Background: an optimization exercise with open tools, aiming at small area, a short achievable clock period and few clock cycles per item. Do not read the settings as production practice. Function was checked by simulation only, so behaviour that the tests miss may differ from the original.

==> flow/design.v, too long to show whole: its modules and the start of the top module <==
// module casub_flit_enc: 1884 lines
module casub_flit_enc (
    input  wire        clk,
    input  wire        rst,         
    input  wire        in_valid,
    output wire        in_ready,
    input  wire [63:0] in_data,
    output wire        out_valid,
    input  wire        out_ready,
    output wire [63:0] out_data,
    output wire        out_last
);
  // ...
==> flow/flow/run.sh <==
#!/bin/bash
# The standard layout, except:
#  - synthesis is ORFS's synthesis script unchanged, but ABC maps with
#    flow/abc_map.script (area-oriented mapping with no up-sizing; the timing
#    repair later sizes the critical paths) and the 3-input XOR/XNOR cells are
#    added to DONT_USE_CELLS for this step. Registers are mapped by the same
#    dfflibmap pass, so their names and cell types match the standard synthesis.
set -euo pipefail
DU="sky130_fd_sc_hd__probe_p_8 sky130_fd_sc_hd__probec_p_8 sky130_fd_sc_hd__lpflow_bleeder_1 sky130_fd_sc_hd__lpflow_clkbufkapwr_1 sky130_fd_sc_hd__lpflow_clkbufkapwr_16 sky130_fd_sc_hd__lpflow_clkbufkapwr_2 sky130_fd_sc_hd__lpflow_clkbufkapwr_4 sky130_fd_sc_hd__lpflow_clkbufkapwr_8 sky130_fd_sc_hd__lpflow_clkinvkapwr_1 sky130_fd_sc_hd__lpflow_clkinvkapwr_16 sky130_fd_sc_hd__lpflow_clkinvkapwr_2 sky130_fd_sc_hd__lpflow_clkinvkapwr_4 sky130_fd_sc_hd__lpflow_clkinvkapwr_8 sky130_fd_sc_hd__lpflow_decapkapwr_12 sky130_fd_sc_hd__lpflow_decapkapwr_3 sky130_fd_sc_hd__lpflow_decapkapwr_4 sky130_fd_sc_hd__lpflow_decapkapwr_6 sky130_fd_sc_hd__lpflow_decapkapwr_8 sky130_fd_sc_hd__lpflow_inputiso0n_1 sky130_fd_sc_hd__lpflow_inputiso0p_1 sky130_fd_sc_hd__lpflow_inputiso1n_1 sky130_fd_sc_hd__lpflow_inputiso1p_1 sky130_fd_sc_hd__lpflow_inputisolatch_1 sky130_fd_sc_hd__lpflow_isobufsrc_1 sky130_fd_sc_hd__lpflow_isobufsrc_16 sky130_fd_sc_hd__lpflow_isobufsrc_2 sky130_fd_sc_hd__lpflow_isobufsrc_4 sky130_fd_sc_hd__lpflow_isobufsrc_8 sky130_fd_sc_hd__lpflow_isobufsrckapwr_16 sky130_fd_sc_hd__lpflow_lsbuf_lh_hl_isowell_tap_1 sky130_fd_sc_hd__lpflow_lsbuf_lh_hl_isowell_tap_2 sky130_fd_sc_hd__lpflow_lsbuf_lh_hl_isowell_tap_4 sky130_fd_sc_hd__lpflow_lsbuf_lh_isowell_4 sky130_fd_sc_hd__lpflow_lsbuf_lh_isowell_tap_1 sky130_fd_sc_hd__lpflow_lsbuf_lh_isowell_tap_2 sky130_fd_sc_hd__lpflow_lsbuf_lh_isowell_tap_4  sky130_fd_sc_hd__xor3_1 sky130_fd_sc_hd__xor3_2 sky130_fd_sc_hd__xor3_4 sky130_fd_sc_hd__xnor3_1 sky130_fd_sc_hd__xnor3_2 sky130_fd_sc_hd__xnor3_4"
cp -r "$FLOW_HOME/scripts" myscripts
cp flow/abc_map.script myscripts/abc_speed.script
bash standard.sh SCRIPTS_DIR="$PWD/myscripts" "DONT_USE_CELLS=$DU" synth > flow_synth.log 2>&1
bash standard.sh SETUP_SLACK_MARGIN=6.6 'BUFFER_PORTS_ARGS=-buffer_cell sky130_fd_sc_hd__buf_1' CTS_CLUSTER_SIZE=22 CTS_CLUSTER_DIAMETER=100 GPL_TIMING_DRIVEN=0 finish > flow_standard.log 2>&1
==> flow/flow/abc_map.script <==
&get -n
&st
&dch
&nf
&put
==> flow/standard.sh <==
#!/bin/bash
# synth_recipe.tcl (not shown) runs the flow's synth.tcl, then flattens the netlist and writes it again
# the make line also repeats each setting of config.mk as NAME=value (left out here)
make -C /OpenROAD-flow-scripts/flow DESIGN_CONFIG=/design/flow/config.mk WORK_HOME=/design/flow/orfs CLKGATE_MAP_FILE= SYNTH_SCRIPT=/design/flow/synth_recipe.tcl "${@:-finish}"
==> flow/config.mk <==
export PLATFORM = sky130hd
export DESIGN_NAME = casub_flit_enc
export DESIGN_NICKNAME = casub_flit_enc
export VERILOG_FILES = /design/flow/design.v
export SDC_FILE = /design/flow/constraint.sdc
export NUM_CORES = 4
export LEC_CHECK = 0
export CAP_MARGIN = 20
export CORE_MARGIN = 2
export CORE_UTILIZATION = 40
export PLACE_DENSITY = 0.6
export SLEW_MARGIN = 20
==> flow/constraint.sdc <==
create_clock -name core_clock -period 10.0 [get_ports {clk}]
set_input_delay 2.0000 -clock core_clock [delete_from_list [all_inputs] [get_ports {clk}]]
set_output_delay 2.0000 -clock core_clock [all_outputs]
set_load 0.01 [all_outputs]
==> results_dict.tcl, run 1 <==
set metrics [dict create \
    synth_area_leaders "xnor2_1 44%, dfxtp_1 20%, xor2_1 13%, edfxtp_1 7.2%, a211oi_1 3.4%" \
    seq_share 0.199 \
    nNonClkBuffers 422 \
    nonClkBufAreaFrac 0.0938 \
    use_met1 0.450 \
    overflow 0 \
    outcome "no timing/DRC/antenna violations" \
    slew_headroom 0.312 \
    synthMuxAreaShare 0.0274 \
    globalplace.congestion 1.04 \
    synth.most_common_cell "xnor2_1" \
    finalSetupTns_ns 0 \
    crit_family "XOR/XNOR gates" \
    stdcell_count 4153 \
    cts-root-buf "clkbuf_16" \
    drv_cap 0 \
    grt_pass1_vias 20400 \
    clk_pin_slew_worst_paths_ns 0.09 \
    hp-class "flop to flop" \
    numCtsBuffers 22 \
    dr_wl_met2_mm 48.3 \
    synth_top_area_frac 0.436 \
    drv_slew 0 \
    place_ws_ns 4.94 \
    worstPathArrival_ns 3.78 \
    antenna_found_initial 0 \
    n_all_inverters 3 \
    ys.flop_type "dfxtp_1" \
    dominant_cells "multi-input gates" \
    setup_violations 0 \
    core_um2 65900 \
]
Testbench counts, summed over its fixed seeds: cycles 12,296, flits 384.
==> run 2, diff against run 1 <==
--- a/flow/flow/run.sh
+++ b/flow/flow/run.sh
@@ -11,3 +11,3 @@
 cp flow/abc_map.script myscripts/abc_speed.script
 bash standard.sh SCRIPTS_DIR="$PWD/myscripts" "DONT_USE_CELLS=$DU" synth > flow_synth.log 2>&1
-bash standard.sh SETUP_SLACK_MARGIN=6.6 'BUFFER_PORTS_ARGS=-buffer_cell sky130_fd_sc_hd__buf_1' CTS_CLUSTER_SIZE=22 CTS_CLUSTER_DIAMETER=100 GPL_TIMING_DRIVEN=0 finish > flow_standard.log 2>&1
+bash standard.sh SETUP_SLACK_MARGIN=6.5 'BUFFER_PORTS_ARGS=-buffer_cell sky130_fd_sc_hd__buf_1' CTS_CLUSTER_SIZE=22 CTS_CLUSTER_DIAMETER=100 finish > flow_standard.log 2>&1
==> results_dict.tcl, run 2 <==
set metrics [dict create \
    path_max_fanout 6 \
    first_pass_iters 5 \
    synth.most_common_cell "xnor2_1" \
    grt_use_total 0.295 \
    worstPathArrival_ns 3.82 \
    synth_area_leaders "xnor2_1 44%, dfxtp_1 20%, xor2_1 13%, edfxtp_1 7.2%, a211oi_1 3.4%" \
    globalplace.congestion 1.05 \
    num_vias 21400 \
    dr.first_iter.drc_count 2280 \
    syn_inst 2824 \
    hp-class "flop to flop" \
    clk_pin_slew_worst_paths_ns 0.10 \
    final_common_cell "xnor2_1" \
    via_per_inst 5.29 \
    diodes 0 \
    ioPinCount 135 \
    netlist_area_um2 26600 \
    setup_ws_ns 6.51 \
    ys.flop_type "dfxtp_1" \
    die-width_um 262 \
    cts-root-buf "clkbuf_16" \
    numCtsBuffers 21 \
    die_area_um2 68700 \
    place_inst 3982 \
    post-route-period-util 0.349 \
    start_kind "flop" \
    skew_ns 0.0235 \
    dp_hpwl_mm 80.1 \
    max_freq_mhz 286 \
    fin_nets 3229 \
    setup_violations 0 \
    drcViolationCount 0 \
    yosysTopAreaCell "xnor2_1" \
    dpl_cell_area_um2 29600 \
    cts_max_level 1 \
    slew_headroom 0.170 \
    grt_pass1_vias 20000 \
    hold_viol 0 \
    outcome "no timing/DRC/antenna violations" \
    drv_cap 0 \
    ys.warnings.count 1 \
    most-common-layout-cells "1,244 x xnor2_1, 343 x xor2_1, 265 x dfxtp_1" \
    clock_sinks 332 \
    drive_gt1_frac 0.113 \
    synth_top_area_frac 0.436 \
    tritoncts "built" \
    avgRoutedWirePerCell_um 25.6 \
    async_reset_ff_frac 0 \
    io_buffers 134 \
    ys_seq_elements 332 \
    rows 94 \
    synthTopCellsByCount "1,326 x xnor2_1, 399 x xor2_1, 268 x dfxtp_1" \
    grt_max_degree 91 \
    critPathCaptureType "flop" \
    area_delta_synth_final_pct 19.3 \
    antenna_found_initial 0 \
    yosysUniqueCellTypes 23 \
    overflow 0 \
    critical_path.max_stage_delay_ns 0.89 \
    die_y_um 262 \
    syn-num-nets 2895 \
    fillers 6363 \
    path_cells "xor2_1 > buf_4 > xnor2_1 > xor2_1 > xor2_1 > xnor2_1 > xnor2_1 > o21ai_0 > nand2_1" \
    finalSetupTns_ns 0 \
    start_util 0.404 \
    rsz0062_at_grt "true" \
    wl_mm 103 \
    antenna_left 0 \
    core_um2 65900 \
    clkLatencyLatePin_ns 0.56 \
    stdcell_count 4036 \
    crit_path_top_delay_cell "xnor2_1" \
    min_period_ns 3.49 \
    avgSynthCellArea_um2 9.43 \
    critical_path_class "flop to flop" \
    cts_buffer_depth 3 \
    final_area_um2 31800 \
    worstMarginPinSlew_ns 1.24 \
    grt_first_pass_wirelength_mm 146 \
    synth-edff-count 64 \
    ctsHoldBuffers 0 \
    drv_slew 0 \
    cp_data_required_time_ns 10.33 \
    place_ws_ns 5.24 \
    ys_seq_area_frac 0.274 \
]
-- run 2: cell counts after synthesis --
No cell type changed its count.
-- run 2: metal layers --
layer,routed length [um],part of all wire,vias up,track usage
met2,44800,0.43,947,0.448
met4,3630,0.035,0,0.0982
met3,8580,0.083,194,0.0413
met5,0,0,-,0
li1,-,-,9896,-
met1,46300,0.45,10300,0.428
-- run 2: worst paths after layout --
check | slack (ns) | end | depth (start not counted) | startpoint
setup / recovery | 6.51 | out_q[48]$_DFFE_PN_ | 9 | out_q[60]$_DFFE_PN_
hold / removal | 0.47 | sk_q[9]$_DFF_P_ | 1 | sk_q[9]$_DFF_P_
setup reg to reg | 6.51 | out_q[48]$_DFFE_PN_ | 9 | out_q[60]$_DFFE_PN_
hold reg to reg | 0.47 | sk_q[9]$_DFF_P_ | 1 | sk_q[9]$_DFF_P_
-- run 2: critical path, delay by kind of cell, from the launching register on --
kind,cells,cell delay (ns)
AOI/OAI and AO/OA,1,0.26
xor gates and xnor gates,6,2.20
buffers and inverters,1,0.21
DFF,1,0.50
and+or+nand+nor,1,0.08
-- run 2: area by class of cell --
cell class              instances  area (um2)  area share
inverters                       2        33.8     0.00106
clock inverters                 8        80.1     0.00252
multi-input cells            2492       20900       0.657
well taps                     864        1080      0.0340
clock buffers                  29         556      0.0175
repair buffers                308        1850      0.0583
flip-flops and latches        332        7290       0.230
repair inverters                1        16.3    0.000512
-- run 2: kinds of logic after synthesis --
| logic type | after synthesis | synth area share |
|---|---|---|
| mux | 65 | 0.0274 |
| compound gates | 397 | 0.0863 |
| buf+inv | 2 | 0.000282 |
| flops | 332 | 0.274 |
| simple gates | 300 | 0.0438 |
| fa+ha+maj | 3 | 0.00141 |
| xor+xnor | 1725 | 0.567 |
-- run 2: timing repair --
action | CTS | global route
setup buffers | 2 | 12
gates resized for setup | 103 | 75
pin swaps | 2 | 7
gates cloned | 2 | 1
setup endpoints to repair | 228 | 107
-- run 2: metrics by stage --
| step | utilization | hold slack [ns] |
|---|---|---|
| final | 0.482 | 0.469 |
| after floorplan | - | 0.439 |
| after detailed placement | 0.449 | 0.453 |
| after CTS | 0.471 | 0.475 |
| after global routing | 0.482 | 0.485 |
| after global placement | 0.449 | 0.447 |
==> run 3, diff against run 2 <==
--- a/flow/flow/run.sh
+++ b/flow/flow/run.sh
@@ -11,3 +11,3 @@
 cp flow/abc_map.script myscripts/abc_speed.script
 bash standard.sh SCRIPTS_DIR="$PWD/myscripts" "DONT_USE_CELLS=$DU" synth > flow_synth.log 2>&1
-bash standard.sh SETUP_SLACK_MARGIN=6.5 'BUFFER_PORTS_ARGS=-buffer_cell sky130_fd_sc_hd__buf_1' CTS_CLUSTER_SIZE=22 CTS_CLUSTER_DIAMETER=100 finish > flow_standard.log 2>&1
+bash standard.sh SETUP_SLACK_MARGIN=6.75 'BUFFER_PORTS_ARGS=-buffer_cell sky130_fd_sc_hd__buf_1' CTS_CLUSTER_SIZE=22 CTS_CLUSTER_DIAMETER=100 finish > flow_standard.log 2>&1
==> results_dict.tcl, run 3 <==
set metrics [dict create \
    wl_mm 105 \
    path_buf_inv 2 \
    cts_buffer_depth 3 \
    worstMarginPinSlew_ns 0.992 \
    place_ws_ns 5.24 \
    ys_seq_area_frac 0.274 \
    core_um2 65900 \
    ctsHoldBuffers 0 \
    dp_hpwl_mm 80.1 \
    grt_max_degree 91 \
    post-route-period-util 0.341 \
    min_period_ns 3.41 \
    clkLatencyLatePin_ns 0.56 \
    critical_path.max_stage_delay_ns 0.55 \
    cts_max_level 1 \
    synth_top_area_frac 0.436 \
    avgSynthCellArea_um2 9.43 \
    netlist_area_um2 26600 \
    fillers 6072 \
    synth.most_common_cell "xnor2_1" \
    die_area_um2 68700 \
    place_inst 3982 \
    syn-num-nets 2895 \
    path_max_fanout 3 \
    path_cells "buf_6 > buf_6" \
    max_freq_mhz 293 \
    crit_path_frequent_cell "buf_6" \
    crit_family "flip-flops" \
    diodes 0 \
    numCtsBuffers 21 \
    die-width_um 262 \
    num_vias 21800 \
    grt_pass1_vias 20500 \
    final_common_cell "xnor2_1" \
    first_pass_iters 5 \
    ys.flop_type "dfxtp_1" \
    outcome "no timing/DRC/antenna violations" \
    setup_violations 0 \
    hold-worst-slack_ns 0.469 \
    synthTopCellsByCount "1,326 x xnor2_1, 399 x xor2_1, 268 x dfxtp_1" \
    hold_viol 0 \
    syn_inst 2824 \
    worstReg2RegEnd "out_q[60]$_DFFE_PN_" \
    synth-edff-count 64 \
    reg2reg_slack_ns 6.64 \
    stdcell_count 4133 \
    r2r-start "out_q[57]$_DFFE_PN_" \
    globalplace.congestion 1.05 \
    grt_use_total 0.298 \
    area_delta_synth_final_pct 28.2 \
    hp-class "flop to flop" \
    drv_cap 0 \
    rows 94 \
    antenna_found_initial 0 \
    drcViolationCount 0 \
    die_y_um 262 \
    synth_area_leaders "xnor2_1 44%, dfxtp_1 20%, xor2_1 13%, edfxtp_1 7.2%, a211oi_1 3.4%" \
    yosysTopAreaCell "xnor2_1" \
    ys.warnings.count 1 \
    tritoncts "built" \
    drv_slew 0 \
    worstPathArrival_ns 1.41 \
    critical_path_class "flop to output port" \
    drive_gt1_frac 0.180 \
    antenna_left 0 \
    cp-startpoint "out_q[18]$_DFFE_PN_" \
    setup_ws_ns 6.59 \
    yosysUniqueCellTypes 23 \
    fin_nets 3326 \
    ioPinCount 135 \
    via_per_inst 5.27 \
    dr.first_iter.drc_count 2343 \
    async_reset_ff_frac 0 \
    grt_first_pass_wirelength_mm 147 \
    cp_num_cells 2 \
    avgRoutedWirePerCell_um 25.4 \
    most-common-layout-cells "1,160 x xnor2_1, 315 x xor2_1, 265 x dfxtp_1" \
    start_util 0.404 \
    overflow 0 \
    clk_pin_slew_worst_paths_ns 0.09 \
    endpoint "out_data[18]" \
    clock_sinks 332 \
    reg2reg_depth 11 \
    ys_seq_elements 332 \
    critPathCaptureType "output port" \
    start_kind "flop" \
    cp_data_required_time_ns 8.00 \
    rsz0062_at_grt "true" \
    crit_path_top_delay_cell "edfxtp_1" \
    slew_headroom 0.339 \
    io_buffers 134 \
    finalSetupTns_ns 0 \
    skew_ns 0.0206 \
    cts-root-buf "clkbuf_16" \
]
[run 3: cell counts after synthesis]
Identical to the previous run, type by type.
[run 3: kinds of logic after synthesis]
logic type	Yosys count	synth area share
compound gates	397	0.0863
xor+xnor	1725	0.567
fa+ha+maj	3	0.00141
buf+inv	2	0.000282
flops	332	0.274
mux	65	0.0274
simple gates	300	0.0438
[run 3: how the worst min path moves through the flow]
stage | startpoint | cells past startpoint | to | slack, ns
6_report | sk_q[9]$_DFF_P_ | 1 | sk_q[9]$_DFF_P_ | 0.47
5_1_grt | sk_q[7]$_DFF_P_ | 1 | sk_q[7]$_DFF_P_ | 0.48
4_1_cts | sk_q[34]$_DFF_P_ | 1 | sk_q[34]$_DFF_P_ | 0.47
3_5_place_dp | sk_q[34]$_DFF_P_ | 1 | sk_q[34]$_DFF_P_ | 0.45
3_3_place_gp | sk_q[27]$_DFF_P_ | 1 | sk_q[27]$_DFF_P_ | 0.45
2_1_floorplan | sk_q[0]$_DFF_P_ | 1 | sk_q[0]$_DFF_P_ | 0.44
[run 3: through the flow]
step	cell area, um2	utilization
6_report	34200	0.519
5_1_grt	34200	0.519
4_1_cts	32400	0.492
3_5_place_dp	29600	0.449
3_3_place_gp	29500	0.449
2_1_floorplan	26700	-
[run 3: what timing repair did]
action,in CTS,in global routing
pin swaps,12,10
setup endpoints to repair,304,205
buffers inserted,59,50
gates resized for setup,222,183
gates cloned,3,2
[run 3: worst register-to-register path, cell delays in order, from the launching register on]
cell and delay (ns):
edfxtp_1 0.49, buf_4 0.19, xor2_1 0.13, buf_4 0.21
xnor2_4 0.42, xor2_1 0.50, xnor2_1 0.18, xnor2_1 0.16
xnor2_1 0.16, xnor2_1 0.47, o21ai_0 0.20, nand2_1 0.11
[run 3: per-layer routing]
metal / track usage / routed length (um)
met5: 0 / 0
met4: 0.106 / 4160
met3: 0.0372 / 8730
met2: 0.449 / 45500
met1: 0.435 / 46500
[run 3: final cells by class]
| type | instances | area, um2 | share of cell area |
|---|---|---|---|
| well taps | 864 | 1080 | 0.0317 |
| flip-flops and latches | 332 | 7290 | 0.214 |
| repair buffers | 405 | 2820 | 0.0826 |
| clock buffers | 29 | 556 | 0.0163 |
| multi-input cells | 2492 | 22300 | 0.652 |
| clock inverters | 8 | 80.1 | 0.00234 |
| inverters | 2 | 33.8 | 0.000989 |
| repair inverters | 1 | 16.3 | 0.000476 |
==> run 4, diff against run 3 <==
--- a/flow/flow/run.sh
+++ b/flow/flow/run.sh
@@ -11,3 +11,3 @@
 cp flow/abc_map.script myscripts/abc_speed.script
 bash standard.sh SCRIPTS_DIR="$PWD/myscripts" "DONT_USE_CELLS=$DU" synth > flow_synth.log 2>&1
-bash standard.sh SETUP_SLACK_MARGIN=6.75 'BUFFER_PORTS_ARGS=-buffer_cell sky130_fd_sc_hd__buf_1' CTS_CLUSTER_SIZE=22 CTS_CLUSTER_DIAMETER=100 finish > flow_standard.log 2>&1
+bash standard.sh SETUP_SLACK_MARGIN=6.6 'BUFFER_PORTS_ARGS=-buffer_cell sky130_fd_sc_hd__buf_1' CTS_CLUSTER_SIZE=22 CTS_CLUSTER_DIAMETER=100 RECOVER_POWER=100 finish > flow_standard.log 2>&1
==> results_dict.tcl, run 4 <==
set metrics [dict create \
    cts-root-buf "clkbuf_16" \
    setup_ws_ns 3.63 \
    dr.first_iter.drc_count 2345 \
    synth_area_leaders "xnor2_1 44%, dfxtp_1 20%, xor2_1 13%, edfxtp_1 7.2%, a211oi_1 3.4%" \
    cp_data_required_time_ns 10.33 \
    ctsHoldBuffers 0 \
    max_freq_mhz 157 \
    numCtsBuffers 21 \
    place_ws_ns 5.24 \
    finalSetupTns_ns 0 \
    yosysTopAreaCell "xnor2_1" \
    skew_ns 0.0212 \
    final_common_cell "xnor2_1" \
    synthTopCellsByCount "1,326 x xnor2_1, 399 x xor2_1, 268 x dfxtp_1" \
    synth.most_common_cell "xnor2_1" \
    core_um2 65900 \
    critPathCaptureType "flop" \
    die_y_um 262 \
    die_area_um2 68700 \
    outcome "finished with violations" \
    synth_top_area_frac 0.436 \
    cts_max_level 1 \
    first_pass_iters 5 \
    grt_max_degree 91 \
    worstPathArrival_ns 6.70 \
    drv_slew 123 \
    globalplace.congestion 1.05 \
    min_period_ns 6.37 \
    ys_seq_elements 332 \
    critical_path.max_stage_delay_ns 1.85 \
    rows 94 \
    via_per_inst 5.26 \
    ys.warnings.count 1 \
    drcViolationCount 0 \
    hold_viol 0 \
    stdcell_count 4049 \
    fin_nets 3242 \
    avgSynthCellArea_um2 9.43 \
    hp-class "flop to flop" \
    area_delta_synth_final_pct 19.7 \
    diodes 0 \
    antenna_found_initial 0 \
    overflow 0 \
    setup_violations 0 \
    tritoncts "built" \
    yosysUniqueCellTypes 23 \
    clock_sinks 332 \
    num_vias 21300 \
    violations "max-capacitance violations, max-slew violations" \
    crit_path_top_delay_cell "clkinvlp_2" \
    netlist_area_um2 26600 \
    synth-edff-count 64 \
    place_inst 3982 \
    rsz0062_at_grt "true" \
    dp_hpwl_mm 80.1 \
    wl_mm 103 \
    grt_pass1_vias 20100 \
    syn_inst 2824 \
    clk_pin_slew_worst_paths_ns 0.08 \
    path_cells "buf_1 > nand2b_1 > o21ai_0 > dlygate4sd3_1 > clkinvlp_2 > and2_0 > clkbuf_1 > nor2_1 > a211oi_1" \
    drive_gt1_frac 0.111 \
    io_buffers 134 \
    start_util 0.404 \
    critical_path_class "primary input to flop" \
    syn-num-nets 2895 \
    most-common-layout-cells "1,234 x xnor2_1, 347 x xor2_1, 265 x dfxtp_1" \
    ys_seq_area_frac 0.274 \
    clkLatencyLatePin_ns 0.56 \
    ys.flop_type "dfxtp_1" \
    drv_cap 3 \
    grt_first_pass_wirelength_mm 146 \
    grt_use_total 0.296 \
    post-route-period-util 0.637 \
    path_max_fanout 40 \
    cts_buffer_depth 3 \
    die-width_um 262 \
    slew_headroom -0.660 \
    avgRoutedWirePerCell_um 25.5 \
    antenna_left 0 \
    start_kind "primary input" \
    worstMarginPinSlew_ns 2.48 \
    async_reset_ff_frac 0 \
    ioPinCount 135 \
]
==> run 4: cell counts after synthesis <==
Identical to the previous run, type by type.
==> run 4: metal layers <==
layer,global-route usage,vias up,wire [um]
met4,0.0992,0,3950
met1,0.432,10300,46300
met3,0.0374,202,8690
met5,0,-,0
li1,-,9919,-
met2,0.449,887,44300
==> run 4: worst paths after layout <==
kind                    from               endpoint  slack (ns)  cells past startpoint
max                 in_valid  rem1[18]$_SDFFE_PP0N_        3.63                      9
min          sk_q[9]$_DFF_P_        sk_q[9]$_DFF_P_        0.47                      1
max reg2reg     sk_v$_DFF_P_  rem1[18]$_SDFFE_PP0N_        4.34                      8
min reg2reg  sk_q[9]$_DFF_P_        sk_q[9]$_DFF_P_        0.47                      1
==> run 4: through the flow <==
step                      area (um2)  utilization  hold slack [ns]
after floorplan                26700            -            0.439
after global placement         29500        0.449            0.447
after detailed placement       29600        0.449            0.453
after CTS                      31400        0.476            0.475
after global routing           31900        0.484            0.485
final                          31900        0.484            0.470
==> run 4: timing repair <==
item                       4_1_cts  5_1_grt
pin swaps                        4       10
setup buffers                    4       23
cloned                           3        0
setup endpoints to repair      237      120
gates resized for setup        141       99
==> run 4: cell families (layout without fill, tap and decap cells) <==
logic type	after synthesis	in the layout	synth area share
buffers and inverters	2	361	0.000282
multiplexers	65	65	0.0274
flip-flops	332	332	0.274
adder cells (fa/ha/maj)	3	3	0.00141
XOR/XNOR	1725	1725	0.567
AO/OA/AOI/OAI	397	397	0.0863
AND/OR/NAND/NOR	300	302	0.0438
==> run 4: cell type report <==
type                    instances  area [um2]
clock buffers                  29         556
clock inverters                 8        80.1
fillers                      6367       34000
inverters                       2        8.76
multi-input cells            2492       21000
flip-flops and latches        332        7290
well taps                     864        1080
repair buffers                321        1880
repair inverters                1        5.00
==> run 4: worst max-delay path, delay by kind of cell <==
| kind | cells | cell delay (ns) |
|---|---|---|
| AOI/OAI and AO/OA | 2 | 0.22 |
| buffers and inverters | 4 | 2.97 |
| and+or+nand+nor | 3 | 1.42 |
==> run 5, diff against run 4 <==
--- a/flow/flow/run.sh
+++ b/flow/flow/run.sh
@@ -11,3 +11,3 @@
 cp flow/abc_map.script myscripts/abc_speed.script
 bash standard.sh SCRIPTS_DIR="$PWD/myscripts" "DONT_USE_CELLS=$DU" synth > flow_synth.log 2>&1
-bash standard.sh SETUP_SLACK_MARGIN=6.6 'BUFFER_PORTS_ARGS=-buffer_cell sky130_fd_sc_hd__buf_1' CTS_CLUSTER_SIZE=22 CTS_CLUSTER_DIAMETER=100 RECOVER_POWER=100 finish > flow_standard.log 2>&1
+bash standard.sh SETUP_SLACK_MARGIN=6.6 'BUFFER_PORTS_ARGS=-buffer_cell sky130_fd_sc_hd__buf_1' CTS_CLUSTER_SIZE=22 CTS_CLUSTER_DIAMETER=100 PLACE_DENSITY=0.7 finish > flow_standard.log 2>&1
==> results_dict.tcl, run 5 <==
set metrics [dict create \
    skew_ns 0.0178 \
    syn-num-nets 2895 \
    clkLatencyLatePin_ns 0.55 \
    synth_area_leaders "xnor2_1 44%, dfxtp_1 20%, xor2_1 13%, edfxtp_1 7.2%, a211oi_1 3.4%" \
    first_pass_iters 6 \
    ys_seq_area_frac 0.274 \
    yosysTopAreaCell "xnor2_1" \
    die_y_um 262 \
    synth.most_common_cell "xnor2_1" \
    synth-edff-count 64 \
    tritoncts "built" \
    drive_gt1_frac 0.132 \
    dr.first_iter.drc_count 2602 \
    ys.flop_type "dfxtp_1" \
    slew_headroom 0.310 \
    cp_data_required_time_ns 10.30 \
    avgSynthCellArea_um2 9.43 \
    rsz0062_at_grt "true" \
    globalplace.congestion 1.05 \
    clock_sinks 332 \
    rows 94 \
    numCtsBuffers 19 \
    max_freq_mhz 289 \
    synthTopCellsByCount "1,326 x xnor2_1, 399 x xor2_1, 268 x dfxtp_1" \
    diodes 0 \
    overflow 0 \
    start_util 0.404 \
    worstMarginPinSlew_ns 1.04 \
    post-route-period-util 0.347 \
    yosysUniqueCellTypes 23 \
    num_vias 21900 \
    drv_cap 0 \
    ys.warnings.count 1 \
    grt_first_pass_wirelength_mm 154 \
    wl_mm 109 \
    hp-class "flop to flop" \
    die-width_um 262 \
    worstPathArrival_ns 3.77 \
    drv_slew 0 \
    setup_ws_ns 6.53 \
    clk_pin_slew_worst_paths_ns 0.09 \
    avgRoutedWirePerCell_um 26.8 \
    final_area_um2 32600 \
    grt_pass1_vias 20800 \
    cts-root-buf "clkbuf_16" \
    critical_path_class "flop to flop" \
    syn_inst 2824 \
    synth_top_area_frac 0.436 \
    path_max_fanout 6 \
    core_um2 65900 \
    critPathCaptureType "flop" \
    area_delta_synth_final_pct 22.2 \
    ys_seq_elements 332 \
    hold_viol 0 \
    dpl_cell_area_um2 29700 \
    final_common_cell "xnor2_1" \
    ctsHoldBuffers 0 \
    fin_nets 3254 \
    place_ws_ns 4.90 \
    setup_violations 0 \
    finalSetupTns_ns 0 \
    dp_hpwl_mm 83.4 \
    final_util 0.494 \
    grt_max_degree 102 \
    drcViolationCount 0 \
    async_reset_ff_frac 0 \
    via_per_inst 5.39 \
    die_area_um2 68700 \
    cts_buffer_depth 3 \
    io_buffers 134 \
    ioPinCount 135 \
    outcome "no timing/DRC/antenna violations" \
    start_kind "flop" \
    antenna_found_initial 0 \
    most-common-layout-cells "1,199 x xnor2_1, 342 x xor2_1, 265 x dfxtp_1" \
    grt_use_total 0.312 \
    antenna_left 0 \
    cts_max_level 1 \
    min_period_ns 3.47 \
    netlist_area_um2 26600 \
]
## run 5: metrics by stage
stage | hold WS [ns] | std cells
after floorplan | 0.439 | 2824
after global placement | 0.446 | 3990
after detailed placement | 0.452 | 3990
after CTS | 0.474 | 4039
after global routing | 0.484 | 4059
final | 0.471 | 4059
## run 5: routing by layer
layer | global-route usage | routed length, um | vias to the layer above
met2 | 0.464 | 45900 | 1121
met4 | 0.116 | 4780 | 0
met5 | 0 | 0 | -
met1 | 0.448 | 47300 | 10600
li1 | - | - | 9953
met3 | 0.0579 | 10700 | 245
## run 5: worst max-delay path, cell delays in order, from the launching register on
cell      delay, ns
edfxtp_1       0.48
xor2_1         0.21
buf_4          0.29
xnor2_1        0.15
buf_4          0.21
xor2_2         0.39
xnor2_1        0.26
xor2_2         0.42
xnor2_2        0.22
xnor2_2        0.24
o21ai_0        0.26
nand2_1        0.08
## run 5: worst paths after layout
| check | from | end | slack [ns] | cells past startpoint |
|---|---|---|---|---|
| worst max register to register | out_q[57]$_DFFE_PN_ | out_q[39]$_DFFE_PN_ | 6.53 | 11 |
| worst min-delay path | sk_q[51]$_DFF_P_ | sk_q[51]$_DFF_P_ | 0.47 | 1 |
| worst max-delay path | out_q[57]$_DFFE_PN_ | out_q[39]$_DFFE_PN_ | 6.53 | 11 |
| worst min register to register | sk_q[51]$_DFF_P_ | sk_q[51]$_DFF_P_ | 0.47 | 1 |
## run 5: cells by family (layout without fill, tap and decap cells)
| group | count (synthesis) | count (layout) | synth area share |
|---|---|---|---|
| adder cells (fa/ha/maj) | 3 | 3 | 0.00141 |
| AND/OR/NAND/NOR | 300 | 302 | 0.0438 |
| AO/OA/AOI/OAI | 397 | 397 | 0.0863 |
| buffers and inverters | 2 | 371 | 0.000282 |
| flip-flops | 332 | 332 | 0.274 |
| XOR/XNOR | 1725 | 1725 | 0.567 |
| multiplexers | 65 | 65 | 0.0274 |
## run 5: what timing repair did
item	4_1_cts	5_1_grt
setup endpoints to repair	245	131
setup buffers	12	20
gates cloned	4	0
pin swaps	6	6
endpoints found under the hold margin	0	0
gates resized for setup	160	86
## run 5: area by class of cell
type | count | area [um2]
Clock buffer | 30 | 517
Clock inverter | 3 | 47.5
Fill cell | 6286 | 33300
Inverter | 2 | 33.8
Multi-Input combinational cell | 2492 | 21400
Sequential cell | 332 | 7290
Tap cell | 864 | 1080
Timing Repair Buffer | 335 | 2180
Timing Repair inverter | 1 | 16.3
==> run 6, diff against run 5 <==
--- a/flow/flow/run.sh
+++ b/flow/flow/run.sh
@@ -11,3 +11,3 @@
 cp flow/abc_map.script myscripts/abc_speed.script
 bash standard.sh SCRIPTS_DIR="$PWD/myscripts" "DONT_USE_CELLS=$DU" synth > flow_synth.log 2>&1
-bash standard.sh SETUP_SLACK_MARGIN=6.6 'BUFFER_PORTS_ARGS=-buffer_cell sky130_fd_sc_hd__buf_1' CTS_CLUSTER_SIZE=22 CTS_CLUSTER_DIAMETER=100 PLACE_DENSITY=0.7 finish > flow_standard.log 2>&1
+bash standard.sh SETUP_SLACK_MARGIN=6.6 'BUFFER_PORTS_ARGS=-buffer_cell sky130_fd_sc_hd__buf_1' CTS_CLUSTER_SIZE=22 CTS_CLUSTER_DIAMETER=100 PLACE_DENSITY=0.5 finish > flow_standard.log 2>&1
==> results_dict.tcl, run 6 <==
set metrics [dict create \
    dp_hpwl_mm 90.6 \
    clock_sinks 332 \
    drv_cap 0 \
    grt_use_total 0.336 \
    grt_max_degree 99 \
    finalSetupTns_ns 0 \
    critical_path_class "flop to flop" \
    ys_seq_area_frac 0.274 \
    critPathCaptureType "flop" \
    start_util 0.404 \
    post-route-period-util 0.342 \
    reg2reg_slack_ns 6.58 \
    cts-root-buf "clkbuf_16" \
    slew_headroom 0.312 \
    core_um2 65900 \
    num_vias 21800 \
    globalplace.congestion 1.04 \
    hold_viol 0 \
    tritoncts "built" \
    netlist_area_um2 26600 \
    final_area_um2 33000 \
    grt_pass1_vias 21300 \
    synthTopCellsByCount "1,326 x xnor2_1, 399 x xor2_1, 268 x dfxtp_1" \
    rsz0062_at_grt "true" \
    die_area_um2 68700 \
    first_pass_iters 5 \
    via_per_inst 5.34 \
    avgSynthCellArea_um2 9.43 \
    clk_pin_slew_worst_paths_ns 0.09 \
    synth_area_leaders "xnor2_1 44%, dfxtp_1 20%, xor2_1 13%, edfxtp_1 7.2%, a211oi_1 3.4%" \
    hp-class "flop to flop" \
    synth.most_common_cell "xnor2_1" \
    cts_buffer_depth 3 \
    drcViolationCount 0 \
    most-common-layout-cells "1,181 x xnor2_1, 333 x xor2_1, 265 x dfxtp_1" \
    ioPinCount 135 \
    min_period_ns 3.42 \
    fillers 6356 \
    max_freq_mhz 292 \
    ys_seq_elements 332 \
    io_buffers 134 \
    synth_top_area_frac 0.436 \
    dpl_cell_area_um2 29700 \
    syn_inst 2824 \
    ys.warnings.count 1 \
    wl_mm 117 \
    clkLatencyLatePin_ns 0.60 \
    overflow 0 \
    async_reset_ff_frac 0 \
    yosysUniqueCellTypes 23 \
    diodes 0 \
    outcome "no timing/DRC/antenna violations" \
    antenna_found_initial 1 \
    die-width_um 262 \
    rows 94 \
    synth-edff-count 64 \
    fin_nets 3272 \
    area_delta_synth_final_pct 24.0 \
    ys.flop_type "dfxtp_1" \
    yosysTopAreaCell "xnor2_1" \
    numCtsBuffers 23 \
    antenna_left 0 \
    final_util 0.501 \
    start_kind "flop" \
    dr.first_iter.drc_count 2206 \
    cts_max_level 1 \
    avgRoutedWirePerCell_um 28.8 \
    drive_gt1_frac 0.149 \
    die_y_um 262 \
    ctsHoldBuffers 0 \
    final_common_cell "xnor2_1" \
    multi_input_area_um2 21600 \
    grt_first_pass_wirelength_mm 163 \
    cp_data_required_time_ns 10.34 \
    register_area_um2 7290 \
    skew_ns 0.0438 \
    syn-num-nets 2895 \
    drv_slew 0 \
    setup_violations 0 \
    worstMarginPinSlew_ns 1.03 \
    path_max_fanout 7 \
    worstPathArrival_ns 3.76 \
]
==> run 6: cell counts after synthesis <==
Identical to the previous run, type by type.
==> run 6: cells by family after synthesis <==
group           after synthesis  synth area share
flops                       332             0.274
mux                          65            0.0274
compound gates              397            0.0863
simple gates                300            0.0438
xor+xnor                   1725             0.567
fa+ha+maj                     3           0.00141
buf+inv                       2          0.000282
==> run 6: repair_timing <==
action / in CTS / in global routing
endpoints found under the setup margin: 245 / 127
hold endpoints to repair: 0 / 0
setup buffers: 13 / 27
resized for setup: 165 / 101
pin swaps: 8 / 10
gates cloned: 4 / 2
==> run 6: final cells by class <==
type,count,area share
multi-input cells,2493,0.654
flip-flops and latches,332,0.221
repair buffers,348,0.0677
well taps,864,0.0327
clock buffers,30,0.0182
clock inverters,11,0.00447
inverters,2,0.00102
repair inverters,1,0.000493
==> run 6: routing by layer <==
metal	vias to the layer above	routed length, um	track usage
li1	9973	-	-
met1	10700	53000	0.483
met2	890	49900	0.502
met3	208	8860	0.0512
met4	0	5720	0.135
met5	-	0	0
==> run 6: worst max-delay path, stage by stage (launching register included) <==
cell      delay, ns
edfxtp_1       0.55
xnor2_1        0.21
buf_4          0.25
xnor2_1        0.15
buf_4          0.25
xor2_2         0.52
xnor2_1        0.17
xnor2_1        0.24
xnor2_2        0.48
a21oi_1        0.13
o21ai_0        0.12
nand2_1        0.08
==> run 6: worst paths after layout <==
path,endpoint,cells after the start,from
setup reg to reg,out_q[11]$_DFFE_PN_,11,out_q[11]$_DFFE_PN_
hold / removal,sk_q[13]$_DFF_P_,1,sk_q[13]$_DFF_P_
hold reg to reg,sk_q[13]$_DFF_P_,1,sk_q[13]$_DFF_P_
setup / recovery,out_q[11]$_DFFE_PN_,11,out_q[11]$_DFFE_PN_
==> run 6: stage by stage <==
stage	setup slack [ns]	std cells	hold WS, ns
2_1_floorplan	5.51	2824	0.439
3_3_place_gp	5.12	3992	0.446
3_5_place_dp	5.13	3994	0.451
4_1_cts	6.46	4052	0.474
5_1_grt	6.49	4081	0.487
6_report	6.58	4081	0.470
==> run 7, diff against run 6 <==
--- a/flow/flow/run.sh
+++ b/flow/flow/run.sh
@@ -11,3 +11,3 @@
 cp flow/abc_map.script myscripts/abc_speed.script
 bash standard.sh SCRIPTS_DIR="$PWD/myscripts" "DONT_USE_CELLS=$DU" synth > flow_synth.log 2>&1
-bash standard.sh SETUP_SLACK_MARGIN=6.6 'BUFFER_PORTS_ARGS=-buffer_cell sky130_fd_sc_hd__buf_1' CTS_CLUSTER_SIZE=22 CTS_CLUSTER_DIAMETER=100 PLACE_DENSITY=0.5 finish > flow_standard.log 2>&1
+bash standard.sh SETUP_SLACK_MARGIN=6.6 'BUFFER_PORTS_ARGS=-buffer_cell sky130_fd_sc_hd__buf_1' CTS_CLUSTER_SIZE=22 CTS_CLUSTER_DIAMETER=100 TNS_END_PERCENT=30 finish > flow_standard.log 2>&1
==> results_dict.tcl, run 7 <==
set metrics [dict create \
    cts_max_level 1 \
    diodes 0 \
    outcome "no timing/DRC/antenna violations" \
    fillers 6410 \
    drcViolationCount 0 \
    cp_data_required_time_ns 10.35 \
    yosysUniqueCellTypes 23 \
    grt_max_degree 83 \
    clkLatencyLatePin_ns 0.59 \
    num_vias 21500 \
    min_period_ns 3.50 \
    avgRoutedWirePerCell_um 26.0 \
    clock_sinks 332 \
    drv_cap 0 \
    drive_gt1_frac 0.124 \
    hold_viol 0 \
    rows 94 \
    most-common-layout-cells "1,223 x xnor2_1, 348 x xor2_1, 267 x dfxtp_1" \
    ys_seq_area_frac 0.274 \
    grt_first_pass_wirelength_mm 149 \
    critical_path.max_stage_delay_ns 0.51 \
    rsz0062_at_grt "true" \
    synth_top_area_frac 0.436 \
    globalplace.congestion 1.04 \
    via_per_inst 5.30 \
    antenna_left 0 \
    crit_path_top_delay_cell "edfxtp_1" \
    avgSynthCellArea_um2 9.43 \
    synthTopCellsByCount "1,326 x xnor2_1, 399 x xor2_1, 268 x dfxtp_1" \
    tritoncts "built" \
    skew_ns 0.0342 \
    finalSetupTns_ns 0 \
    numCtsBuffers 23 \
    ys.flop_type "dfxtp_1" \
    dp_hpwl_mm 82.6 \
    worstMarginPinSlew_ns 1.01 \
    hp-class "flop to flop" \
    netlist_area_um2 26600 \
    die-width_um 262 \
    start_util 0.404 \
    multi_input_area_um2 20900 \
    cts_buffer_depth 3 \
    final_common_cell "xnor2_1" \
    final_area_um2 32100 \
    syn_inst 2824 \
    synth_area_leaders "xnor2_1 44%, dfxtp_1 20%, xor2_1 13%, edfxtp_1 7.2%, a211oi_1 3.4%" \
    ioPinCount 135 \
    dr.first_iter.drc_count 2507 \
    ys_seq_elements 332 \
    slew_headroom 0.321 \
    setup_violations 0 \
    critPathCaptureType "flop" \
    fin_nets 3250 \
    synth.most_common_cell "xnor2_1" \
    area_delta_synth_final_pct 20.6 \
    dpl_cell_area_um2 29700 \
    path_cells "xnor2_2 > buf_4 > xnor2_2 > buf_4 > xnor2_1 > buf_4 > xnor2_1 > xnor2_1 > xnor2_1 > xnor2_1 > o21ai_0 > nand2_1" \
    max_freq_mhz 285 \
    post-route-period-util 0.350 \
    cts-root-buf "clkbuf_16" \
    first_pass_iters 6 \
    die_area_um2 68700 \
    drv_slew 0 \
    clk_pin_slew_worst_paths_ns 0.09 \
    syn-num-nets 2895 \
    core_um2 65900 \
    start_kind "flop" \
    grt_pass1_vias 20400 \
    register_area_um2 7290 \
    async_reset_ff_frac 0 \
    grt_use_total 0.302 \
    synth-edff-count 64 \
    crit_path_frequent_cell "xnor2_1" \
    yosysTopAreaCell "xnor2_1" \
    antenna_found_initial 0 \
    wl_mm 106 \
    die_y_um 262 \
    critical_path_class "flop to flop" \
    ctsHoldBuffers 0 \
    io_buffers 134 \
    worstPathArrival_ns 3.85 \
    ys.warnings.count 1 \
    path_max_fanout 7 \
    overflow 0 \
]
[run 7: cell counts after synthesis]
Identical to the previous run, type by type.
[run 7: what timing repair did]
action	CTS	global route
cloned	3	1
setup buffers	1	11
setup endpoints to repair	230	153
pin swaps	2	8
gates resized for setup	94	95
[run 7: cell families after synthesis]
family,after synthesis,share of synthesized area
compound gates,397,0.0863
xor+xnor,1725,0.567
fa+ha+maj,3,0.00141
buf+inv,2,0.000282
flops,332,0.274
mux,65,0.0274
simple gates,300,0.0438
[run 7: worst paths after layout]
path                                     startpoint                  end  slack, ns  cells after the start
worst min-delay path                sk_q[8]$_DFF_P_      sk_q[8]$_DFF_P_       0.47                      1
worst min register to register      sk_q[8]$_DFF_P_      sk_q[8]$_DFF_P_       0.47                      1
worst max register to register  out_q[20]$_DFFE_PN_  out_q[50]$_DFFE_PN_       6.50                     12
worst max-delay path            out_q[20]$_DFFE_PN_  out_q[50]$_DFFE_PN_       6.50                     12
[run 7: routing by layer]
metal  vias to the layer above  share of wire  track usage
met5                         -              0            0
met3                       230          0.091       0.0536
met1                     10300           0.45        0.442
li1                       9936              -            -
met4                         0          0.039       0.0967
met2                      1076           0.42        0.445
[run 7: through the flow]
step           utilization  cells  setup WS, ns  hold slack (ns)
2_1_floorplan            -   2824          5.51            0.439
3_3_place_gp         0.451   4002          5.05            0.448
3_5_place_dp         0.451   4002          4.99            0.451
4_1_cts              0.475   4047          6.33            0.470
5_1_grt              0.488   4059          6.47            0.489
6_report             0.488   4059          6.50            0.468
[run 7: final cells by class]
cell class,count,share of cell area
Clock buffer,28,0.0185
Clock inverter,13,0.00592
Inverter,2,0.000623
Multi-Input combinational cell,2493,0.652
Sequential cell,332,0.227
Tap cell,864,0.0337
Timing Repair Buffer,326,0.0624
Timing Repair inverter,1,0.000273
[run 7: worst max-delay path: cells and delay by family (launching register included)]
family / cells / cell delay (ns)
DFF: 1 / 0.51
AOI/OAI and AO/OA: 1 / 0.29
and+or+nand+nor: 1 / 0.09
xor gates and xnor gates: 7 / 1.56
buffers and inverters: 3 / 0.79
==> run 8, diff against run 7 <==
--- a/flow/flow/run.sh
+++ b/flow/flow/run.sh
@@ -11,3 +11,3 @@
 cp flow/abc_map.script myscripts/abc_speed.script
 bash standard.sh SCRIPTS_DIR="$PWD/myscripts" "DONT_USE_CELLS=$DU" synth > flow_synth.log 2>&1
-bash standard.sh SETUP_SLACK_MARGIN=6.6 'BUFFER_PORTS_ARGS=-buffer_cell sky130_fd_sc_hd__buf_1' CTS_CLUSTER_SIZE=22 CTS_CLUSTER_DIAMETER=100 TNS_END_PERCENT=30 finish > flow_standard.log 2>&1
+bash standard.sh SETUP_SLACK_MARGIN=6.6 'BUFFER_PORTS_ARGS=-buffer_cell sky130_fd_sc_hd__buf_1' CTS_CLUSTER_SIZE=22 CTS_CLUSTER_DIAMETER=100 POST_GLOBAL_ROUTE_TCL=$PWD/flow/recover_area.tcl finish > flow_standard.log 2>&1
==> flow/flow/recover_area.tcl (new file) <==
puts "area recovery: start"
set_propagated_clock [all_clocks]
estimate_parasitics -global_routing
set ws0 [sta::worst_slack_cmd max]
puts "area recovery: worst slack [format %.4f [expr {$ws0 * 1e9}]] ns"
report_design_area
global_route -start_incremental
set db [ord::get_db]
set kept 0
set tried 0
foreach inst [[ord::get_db_block] getInsts] {
  set m [[$inst getMaster] getName]
  if {![regexp {^(sky130_fd_sc_hd__[a-z0-9]+)_([0-9]+)$} $m -> base sz]} continue
  if {$sz <= 1} continue
  if {[regexp {dfxtp|edfxtp|dfrtp|clkbuf|clkinv|tap|fill|decap|conb|dly} $base]} continue
  set name [$inst getName]
  if {[regexp {^(input|output|clkbuf|clkload)} $name]} continue
  set new ""
  foreach s {0 1 2 4 6 8} {
    if {$s >= $sz} break
    if {[$db findMaster "${base}_$s"] ne "NULL"} { set new "${base}_$s"; break }
  }
  if {$new eq ""} continue
  incr tried
  replace_cell $name $new
  if {[sta::worst_slack_cmd max] < $ws0} {
    replace_cell $name $m
  } else {
    incr kept
  }
}
puts "area recovery: down-sized $kept of $tried gates"
repair_design_helper
detailed_placement
global_route -end_incremental
estimate_parasitics -global_routing
puts "area recovery: worst slack [format %.4f [expr {[sta::worst_slack_cmd max] * 1e9}]] ns"
report_design_area
check_placement -verbose
write_guides $::env(RESULTS_DIR)/route.guide
==> results_dict.tcl, run 8 <==
set metrics [dict create \
    globalplace.congestion 1.05 \
    rows 94 \
    synth-edff-count 64 \
    cts_max_level 1 \
    synth_top_area_frac 0.436 \
    antenna_found_initial 0 \
    yosysUniqueCellTypes 23 \
    ys_seq_elements 332 \
    synthTopCellsByCount "1,326 x xnor2_1, 399 x xor2_1, 268 x dfxtp_1" \
    synth_area_leaders "xnor2_1 44%, dfxtp_1 20%, xor2_1 13%, edfxtp_1 7.2%, a211oi_1 3.4%" \
    place_inst 3982 \
    place_ws_ns 5.24 \
    syn_inst 2824 \
    numCtsBuffers 21 \
    die_y_um 262 \
    grt_max_degree 91 \
    avgSynthCellArea_um2 9.43 \
    ys.warnings.count 1 \
    worst_endpoint "out_q[46]$_DFFE_PN_/D" \
    cts_buffer_depth 3 \
    cts-root-buf "clkbuf_16" \
    synth.most_common_cell "xnor2_1" \
    async_reset_ff_frac 0 \
    syn-num-nets 2895 \
    start_util 0.404 \
    lastStage "global routing" \
    clock_sinks 332 \
    outcome "did not finish" \
    die-width_um 262 \
    yosysTopAreaCell "xnor2_1" \
    error "[ERROR EST-0104] inconsistent parasitics state" \
    ys.flop_type "dfxtp_1" \
    ioPinCount 135 \
    worst_endpoint_kind "sequential cell input" \
    dp_hpwl_mm 80.1 \
    dpl_cell_area_um2 29600 \
    ys_seq_area_frac 0.274 \
    ctsHoldBuffers 0 \
    netlist_area_um2 26600 \
    io_buffers 134 \
]
==> run 8: worst max-delay path by stage <==
stage / from / to / slack (ns) / cells past startpoint
floorplan: out_ready / rem0[0]$_SDFFE_PP0N_ / 5.51 / 7
global placement: in_valid / rem0[6]$_SDFFE_PP0N_ / 5.26 / 9
detailed placement: in_valid / rem0[6]$_SDFFE_PP0N_ / 5.24 / 9
CTS: out_q[42]$_DFFE_PN_ / out_q[56]$_DFFE_PN_ / 6.42 / 9
==> run 8: what timing repair did <==
item / 4_1_cts
setup endpoints to repair: 237
resized for setup: 141
cloned: 3
buffers inserted: 4
pin swaps: 4
==> run 8: cells by family after synthesis <==
group | after synthesis | synth area share
simple gates | 300 | 0.0438
compound gates | 397 | 0.0863
xor+xnor | 1725 | 0.567
mux | 65 | 0.0274
buf+inv | 2 | 0.000282
flops | 332 | 0.274
fa+ha+maj | 3 | 0.00141
==> run 9, diff against run 8 <==
--- a/flow/flow/recover_area.tcl
+++ b/flow/flow/recover_area.tcl
@@ -31,5 +31,8 @@
 }
 puts "area recovery: down-sized $kept of $tried gates"
+global_route -end_incremental
+estimate_parasitics -global_routing
 repair_design_helper
+global_route -start_incremental
 detailed_placement
 global_route -end_incremental
==> results_dict.tcl, run 9 <==
set metrics [dict create \
    outcome "did not finish" \
    lastStage "global routing" \
    error "[ERROR EST-0104] inconsistent parasitics state" \
    start_util 0.404 \
    synth-edff-count 64 \
    grt_max_degree 91 \
    dpl_cell_area_um2 29600 \
    ctsHoldBuffers 0 \
    ys.flop_type "dfxtp_1" \
    antenna_found_initial 0 \
    rows 94 \
    worst_endpoint_kind "sequential cell input" \
    die-width_um 262 \
    die_y_um 262 \
    synthTopCellsByCount "1,326 x xnor2_1, 399 x xor2_1, 268 x dfxtp_1" \
    synth.most_common_cell "xnor2_1" \
    async_reset_ff_frac 0 \
    yosysTopAreaCell "xnor2_1" \
    numCtsBuffers 21 \
    netlist_area_um2 26600 \
    io_buffers 134 \
    syn_inst 2824 \
    synth_top_area_frac 0.436 \
    cts_max_level 1 \
    cts_buffer_depth 3 \
    ioPinCount 135 \
    ys.warnings.count 1 \
    worst_endpoint "out_q[46]$_DFFE_PN_/D" \
    ys_seq_area_frac 0.274 \
    dp_hpwl_mm 80.1 \
    place_inst 3982 \
    synth_area_leaders "xnor2_1 44%, dfxtp_1 20%, xor2_1 13%, edfxtp_1 7.2%, a211oi_1 3.4%" \
    clock_sinks 332 \
    globalplace.congestion 1.05 \
    cts-root-buf "clkbuf_16" \
    avgSynthCellArea_um2 9.43 \
    yosysUniqueCellTypes 23 \
    syn-num-nets 2895 \
    ys_seq_elements 332 \
]
-- run 9: how the worst max path moves through the flow --
stage,cells after the start,end,from,slack [ns]
CTS,9,out_q[56]$_DFFE_PN_,out_q[42]$_DFFE_PN_,6.42
detailed placement,9,rem0[6]$_SDFFE_PP0N_,in_valid,5.24
global placement,9,rem0[6]$_SDFFE_PP0N_,in_valid,5.26
floorplan,7,rem0[0]$_SDFFE_PP0N_,out_ready,5.51
-- run 9: cells by family after synthesis --
kind of cell / synth area share
multiplexers: 0.0274
XOR/XNOR: 0.567
buffers and inverters: 0.000282
AO/OA/AOI/OAI: 0.0863
AND/OR/NAND/NOR: 0.0438
adder cells (fa/ha/maj): 0.00141
flip-flops: 0.274
-- run 9: stage by stage --
step	util	setup slack, ns
after global placement	0.449	5.26
after floorplan	-	5.51
after CTS	0.476	6.42
after detailed placement	0.449	5.24
-- run 9: repair_timing --
action	in CTS
gates cloned	3
buffers inserted	4
endpoints found under the setup margin	237
hold endpoints to repair	0
pin swaps	4
gates resized for setup	141
==> run 10, diff against run 9 <==
--- a/flow/flow/recover_area.tcl
+++ b/flow/flow/recover_area.tcl
@@ -5,5 +5,4 @@
 puts "area recovery: worst slack [format %.4f [expr {$ws0 * 1e9}]] ns"
 report_design_area
-global_route -start_incremental
 set db [ord::get_db]
 set kept 0
@@ -31,6 +30,4 @@
 }
 puts "area recovery: down-sized $kept of $tried gates"
-global_route -end_incremental
-estimate_parasitics -global_routing
 repair_design_helper
 global_route -start_incremental
==> results_dict.tcl, run 10 <==
set metrics [dict create \
    cts_buffer_depth 3 \
    error "[ERROR EST-0104] inconsistent parasitics state" \
    die_y_um 262 \
    synth_top_area_frac 0.436 \
    die-width_um 262 \
    start_util 0.404 \
    clock_sinks 332 \
    ioPinCount 135 \
    synth-edff-count 64 \
    yosysUniqueCellTypes 23 \
    grt_max_degree 91 \
    place_inst 3982 \
    antenna_found_initial 0 \
    cts-root-buf "clkbuf_16" \
    netlist_area_um2 26600 \
    avgSynthCellArea_um2 9.43 \
    outcome "did not finish" \
    dp_hpwl_mm 80.1 \
    ys_seq_elements 332 \
    ys.warnings.count 1 \
    rows 94 \
    ys.flop_type "dfxtp_1" \
    cts_max_level 1 \
    yosysTopAreaCell "xnor2_1" \
    synth.most_common_cell "xnor2_1" \
    async_reset_ff_frac 0 \
    synth_area_leaders "xnor2_1 44%, dfxtp_1 20%, xor2_1 13%, edfxtp_1 7.2%, a211oi_1 3.4%" \
    ctsHoldBuffers 0 \
    worst_endpoint_kind "sequential cell input" \
    numCtsBuffers 21 \
    globalplace.congestion 1.05 \
    syn_inst 2824 \
    worst_endpoint "out_q[46]$_DFFE_PN_/D" \
    lastStage "global routing" \
    syn-num-nets 2895 \
    synthTopCellsByCount "1,326 x xnor2_1, 399 x xor2_1, 268 x dfxtp_1" \
    io_buffers 134 \
    ys_seq_area_frac 0.274 \
]
-- run 10: timing repair --
action,in CTS
cloned,3
gates resized for setup,141
pin swaps,4
endpoints found under the setup margin,237
buffers inserted,4
-- run 10: worst max path at each step --
stage                              from                    to  slack (ns)  depth (start not counted)
floorplan                     out_ready  rem0[0]$_SDFFE_PP0N_        5.51                          7
global placement               in_valid  rem0[6]$_SDFFE_PP0N_        5.26                          9
detailed placement             in_valid  rem0[6]$_SDFFE_PP0N_        5.24                          9
CTS                 out_q[42]$_DFFE_PN_   out_q[56]$_DFFE_PN_        6.42                          9
-- run 10: cell families after synthesis --
logic type,count (synthesis),synth area share
and+or+nand+nor,300,0.0438
DFF,332,0.274
AOI/OAI and AO/OA,397,0.0863
xor gates and xnor gates,1725,0.567
adders and majority gates,3,0.00141
muxes,65,0.0274
buffers and inverters,2,0.000282
-- run 10: per-stage QoR --
step                      setup WS (ns)  cell area, um2  hold slack (ns)   util
after floorplan                    5.51           26700            0.439      -
after global placement             5.26           29500            0.447  0.449
after detailed placement           5.24           29600            0.453  0.449
after CTS                          6.42           31400            0.475  0.476
==> run 11, diff against run 10 <==
--- a/flow/flow/recover_area.tcl
+++ b/flow/flow/recover_area.tcl
@@ -3,4 +3,6 @@
 estimate_parasitics -global_routing
 set ws0 [sta::worst_slack_cmd max]
+set sl0 [expr {min([sta::max_slew_check_slack_limit], 0.1)}]
+set cl0 [expr {min([sta::max_capacitance_check_slack_limit], 0.1)}]
 puts "area recovery: worst slack [format %.4f [expr {$ws0 * 1e9}]] ns"
 report_design_area
@@ -23,6 +25,10 @@
   incr tried
   replace_cell $name $new
-  if {[sta::worst_slack_cmd max] < $ws0} {
+  estimate_parasitics -global_routing
+  if {[sta::worst_slack_cmd max] < $ws0
+      || [sta::max_slew_check_slack_limit] < $sl0
+      || [sta::max_capacitance_check_slack_limit] < $cl0} {
     replace_cell $name $m
+    estimate_parasitics -global_routing
   } else {
     incr kept
@@ -30,5 +36,4 @@
 }
 puts "area recovery: down-sized $kept of $tried gates"
-repair_design_helper
 global_route -start_incremental
 detailed_placement
==> results_dict.tcl, run 11 <==
set metrics [dict create \
    outcome "no timing/DRC/antenna violations" \
    synth.most_common_cell "xnor2_1" \
    dr.first_iter.drc_count 2209 \
    drv_slew 0 \
    stdcell_count 4049 \
    grt_use_total 0.296 \
    ys.warnings.count 1 \
    hold_viol 0 \
    ys.flop_type "dfxtp_1" \
    finalSetupTns_ns 0 \
    io_buffers 134 \
    min_period_ns 3.56 \
    slew_headroom 0.192 \
    cp-startpoint "out_q[23]$_DFFE_PN_" \
    drv_cap 0 \
    antenna_found_initial 0 \
    cts_buffer_depth 3 \
    ys_seq_elements 332 \
    antenna_left 0 \
    worstMarginPinSlew_ns 1.20 \
    first_pass_iters 5 \
    synth_top_area_frac 0.436 \
    tritoncts "built" \
    clock_sinks 332 \
    start_kind "flop" \
    skew_ns 0.0215 \
    drcViolationCount 0 \
    synthTopCellsByCount "1,326 x xnor2_1, 399 x xor2_1, 268 x dfxtp_1" \
    clk_pin_slew_worst_paths_ns 0.09 \
    fin_nets 3242 \
    hold-worst-slack_ns 0.470 \
    rows 94 \
    syn-num-nets 2895 \
    final_common_cell "xnor2_1" \
    post-route-period-util 0.356 \
    setup_violations 0 \
    num_vias 21400 \
    die_area_um2 68700 \
    grt_max_degree 91 \
    die-width_um 262 \
    avgSynthCellArea_um2 9.43 \
    ioPinCount 135 \
    synth-edff-count 64 \
    worstHoldStart "sk_q[9]$_DFF_P_" \
    async_reset_ff_frac 0 \
    hp-class "flop to flop" \
    critical_path_class "flop to flop" \
    max_freq_mhz 281 \
    ys_seq_area_frac 0.274 \
    dp_hpwl_mm 80.1 \
    diodes 0 \
    critPathCaptureType "flop" \
    syn_inst 2824 \
    wl_mm 103 \
    path_max_fanout 5 \
    numCtsBuffers 21 \
    place_inst 3982 \
    cp_data_required_time_ns 10.30 \
    die_y_um 262 \
    yosysTopAreaCell "xnor2_1" \
    ctsHoldBuffers 0 \
    avgRoutedWirePerCell_um 25.5 \
    synth_area_leaders "xnor2_1 44%, dfxtp_1 20%, xor2_1 13%, edfxtp_1 7.2%, a211oi_1 3.4%" \
    most-common-layout-cells "1,261 x xnor2_1, 357 x xor2_1, 265 x dfxtp_1" \
    clkLatencyLatePin_ns 0.56 \
    yosysUniqueCellTypes 23 \
    via_per_inst 5.29 \
    cts-root-buf "clkbuf_16" \
    grt_first_pass_wirelength_mm 146 \
    netlist_area_um2 26600 \
    grt_pass1_vias 20100 \
    r2r-start "out_q[23]$_DFFE_PN_" \
    start_util 0.404 \
    worstPathArrival_ns 3.86 \
    overflow 0 \
    reg2reg_slack_ns 6.44 \
    globalplace.congestion 1.05 \
    area_delta_synth_final_pct 19.0 \
    cts.repair.resized 141 \
    core_um2 65900 \
    cts_setup_buffers 4 \
    cts_max_level 1 \
    drive_gt1_frac 0.0951 \
]
[run 11: cell counts after synthesis]
Identical to the previous run, type by type.
[run 11: layout make-up]
| cell class | instances | area (um2) |
|---|---|---|
| Clock buffer | 29 | 556 |
| Clock inverter | 8 | 80.1 |
| Fill cell | 6414 | 34200 |
| Inverter | 2 | 33.8 |
| Multi-Input combinational cell | 2492 | 20800 |
| Sequential cell | 332 | 7290 |
| Tap cell | 864 | 1080 |
| Timing Repair Buffer | 321 | 1840 |
| Timing Repair inverter | 1 | 16.3 |
[run 11: logic make-up after synthesis]
kind of cell,count (synthesis),share of synthesized area
muxes,65,0.0274
AOI/OAI and AO/OA,397,0.0863
DFF,332,0.274
buffers and inverters,2,0.000282
and+or+nand+nor,300,0.0438
xor gates and xnor gates,1725,0.567
adders and majority gates,3,0.00141
[run 11: path summary, 6_finish.rpt]
kind | endpoint | depth (start not counted)
min | sk_q[9]$_DFF_P_ | 1
min reg2reg | sk_q[9]$_DFF_P_ | 1
max reg2reg | out_q[4]$_DFFE_PN_ | 10
max | out_q[4]$_DFFE_PN_ | 10
[run 11: worst max-delay path, cell delays in order, from the launching register on]
cell	delay, ns
edfxtp_1	0.53
xor2_1	0.18
buf_4	0.28
xor2_1	0.40
xor2_4	0.36
xnor2_4	0.22
xor2_4	0.18
xnor2_1	0.53
xnor2_1	0.20
o21ai_1	0.31
nand2_1	0.11
[run 11: through the flow]
| step | instance area (um2) | utilization | worst slack, ns |
|---|---|---|---|
| after detailed placement | 29600 | 0.449 | 5.24 |
| after floorplan | 26700 | - | 5.51 |
| after global placement | 29500 | 0.449 | 5.26 |
| final | 31700 | 0.481 | 6.44 |
| after CTS | 31400 | 0.476 | 6.42 |
[run 11: metal layers]
metal | share of wire | routed length [um] | track usage | up-vias
li1 | - | - | - | 9929
met1 | 0.45 | 46600 | 0.432 | 10400
met2 | 0.43 | 44500 | 0.449 | 920
met3 | 0.082 | 8490 | 0.0374 | 194
met4 | 0.037 | 3860 | 0.0992 | 0
met5 | 0 | 0 | 0 | -

static timing again, ports no longer ideal:
No port has a modelled driver above. Below, the same layouts with a new extraction and two added sets of constraints. Step 1 assumes that a clkbuf_16 drives the clock port and a buf_2 every other input. Step 2, shift: input delay + t, output delay - t, t = (earliest + latest rising clock arrival at the registers) / 2. This alone moves slack from input paths to output paths. a / b / c = ideal / step 1 / step 2; a / b = the first two.
run	shift t [ns]	setup slack, ns	worst setup path at the end	worst register clock-pin slew, ns	worst data-port slew with drivers (ns)
run 1	0.624	6.525 / 6.525 / 6.093	input to register	0.10 / 0.10	0.04
run 2	0.617	6.509 / 6.509 / 6.053	input to register	0.10 / 0.10	0.05
run 3	0.619	6.589 / 6.520 / 6.208	input to register	0.10 / 0.10	0.05
run 4	0.613	3.628 / 3.669 / 3.057	input to register	0.10 / 0.10	0.05
run 5	0.602	6.535 / 6.535 / 6.136	input to register	0.11 / 0.11	0.06
run 6	0.640	6.578 / 6.525 / 6.085	input to register	0.10 / 0.10	0.06
run 7	0.633	6.496 / 6.496 / 6.095	input to register	0.09 / 0.09	0.04
run 11	0.613	6.439 / 6.439 / 6.013	input to register	0.10 / 0.10	0.05
For run 4, which loses most, drivers alone change the setup slack by +0.041 ns; drivers and shift together by -0.571 ns.
